From an optimization exercise on the open Yosys and OpenROAD flow, aimed at small area, a short achievable clock period and few clock cycles per item; shortcuts taken in it are not production practice. Function was checked by simulation only, so behaviour that the tests miss may differ from the original.

==> flow/design.v (excerpt) <==
module aes_enc (
    input  wire         clk,
    input  wire         rst,         
    input  wire         start,       
    input  wire [1:0]   key_len,     
    input  wire [255:0] key,         
    input  wire [127:0] din,         
    output wire         ready,       
    output reg          done,        
    output wire [127:0] dout
);
For scale: ~5200 cells after synthesis, ~580 flip-flops, about 0.046 mm2 of cells after synthesis.
Settings: LEC_CHECK=0, CAP_MARGIN=20, CORE_MARGIN=2, CORE_UTILIZATION=45, PLACE_DENSITY=0.6, SLEW_MARGIN=20, SYNTH_HIERARCHICAL=1; clock period 15.0 ns.
standard.sh (not shown) runs the stock make flow with config.mk's settings and CLKGATE_MAP_FILE= SYNTH_SCRIPT=/design/flow/synth_recipe.tcl, a recipe that flattens the netlist after the stock synthesis.
==> flow/flow/run.sh <==
#!/bin/bash
# Layout flow: the standard flow (standard.sh, unchanged synthesis), with
# plain buf_1 cells as the port buffers instead of the flow's default choice,
# a clock tree of clkbuf_8 cells without dummy loads, and timing repair asked
# for a setup margin (the SDC is unchanged).
set -euo pipefail
bash standard.sh "BUFFER_PORTS_ARGS=-buffer_cell sky130_fd_sc_hd__buf_1" "SETUP_SLACK_MARGIN=8" \
  "CTS_ARGS=-sink_clustering_enable -repair_clock_nets -dont_use_dummy_load -buf_list sky130_fd_sc_hd__clkbuf_8" \
  finish > make_finish.log 2>&1
The starting point finished with timing, DRC and antenna clean.
Testbench counts at the start, summed over its fixed seeds: cycles 27,736, blocks 2,400.
Change:
Settings changed: PLACE_DENSITY 0.6 to 0.75.
=> The new run finished with timing, DRC and antenna clean. Cell count is about the same. Design area hardly moves. Synthesized cell count stays the same. Synthesized area does not change.


Setup of alpha:
aes_enc, a different RTL version from the one above (not shown whole).
Size: about 6500 cells after synthesis, about 1000 flip-flops, about 520 I/O pins.
## aes_enc
module aes_enc (
    input  wire         clk,
    input  wire         rst,         
    input  wire         start,       
    input  wire [1:0]   key_len,     
    input  wire [255:0] key,         
    input  wire [127:0] din,         
    output wire         ready,       
    output reg          done,        
    output wire [127:0] dout
);
export LEC_CHECK = 0
export CAP_MARGIN = 20
export CORE_MARGIN = 2
export CORE_UTILIZATION = 45
export PLACE_DENSITY = 0.6
export SLEW_MARGIN = 20
export SYNTH_HIERARCHICAL = 1
create_clock -name core_clock -period 15.0 [get_ports {clk}]
==> flow/flow/run.sh <==
#!/bin/bash
# Layout flow: the standard flow (standard.sh, unchanged synthesis), with
# plain buf_1 cells as the port buffers instead of the flow's default choice,
# a clock tree of clkbuf_16 cells without dummy loads, and timing repair asked
# for a setup margin (the SDC is unchanged).
set -euo pipefail
bash standard.sh "BUFFER_PORTS_ARGS=-buffer_cell sky130_fd_sc_hd__buf_1" "SETUP_SLACK_MARGIN=10.5" \
  "CTS_ARGS=-sink_clustering_enable -repair_clock_nets -dont_use_dummy_load -buf_list sky130_fd_sc_hd__clkbuf_16" \
  finish > make_finish.log 2>&1
The flow did not stop early for alpha: all stages ran, and the layout cleared the timing, DRC and antenna checks.
Testbench counts of alpha, summed over its fixed seeds: cycles 28,456, blocks 2,400.
[inputs] beta vs alpha
diff --git a/flow/flow/run.sh b/flow/flow/run.sh
--- a/flow/flow/run.sh
+++ b/flow/flow/run.sh
@@ -4 +4 @@
-# a clock tree of clkbuf_16 cells without dummy loads, and timing repair asked
+# a clock tree of clkbuf_8 cells without dummy loads, and timing repair asked
@@ -8 +8 @@
-  "CTS_ARGS=-sink_clustering_enable -repair_clock_nets -dont_use_dummy_load -buf_list sky130_fd_sc_hd__clkbuf_16" \
+  "CTS_ARGS=-sink_clustering_enable -repair_clock_nets -dont_use_dummy_load -buf_list sky130_fd_sc_hd__clkbuf_8" \
## What came out
- Compared with alpha, in beta vias after detailed routing shows an increase of about 0.7%, met1 layer usage reported by global route shows a reduction of 0.30 points, number of non-clock inverters shows no meaningful change.
- Status: routed wire length parity (alpha, beta)
- Comparing beta and alpha, the higher final clock period utilization by the worst path was measured on beta.
- Compared beta against alpha.
- Number of buffer and inverter stages on the critical path: alpha vs beta identical
- Register-to-register slack on beta is behind alpha.

[static timing again, ports no longer ideal]
No port has a modelled driver above. Below, the same layouts with a new extraction and two added sets of constraints. Step 1: set_driving_cell puts a clkbuf_16 on clk and a buf_2 on each other input, an assumption about the parent block. Step 2 times the ports against the registers' clock, not the clock port: input delays grow and output delays shrink by t, the midpoint of the rising clock arrivals with the driver on. Slacks: ideal ports / drivers / drivers and shift; pairs: ideal ports / drivers.
run	t, ns	setup WS [ns]	worst hold slack (ns)	worst data-port slew with drivers (ns)	cell pins on the clock port's net
the first run of note 1	0.826	8.148 / 8.148 / 8.148	0.438 / 0.438 / 0.438	0.18	1
the second run of note 1	0.797	8.103 / 8.103 / 8.103	0.437 / 0.437 / 0.437	0.21	1
alpha	0.796	10.669 / 10.595 / 10.138	0.316 / 0.316 / 0.316	0.15	1
beta	0.945	10.540 / 10.471 / 10.230	0.325 / 0.325 / 0.325	0.16	1
After both steps setup and hold are still met in every run listed. The setup slack of alpha, which loses most, moves by -0.074 ns with the drivers and by -0.531 ns with both steps.
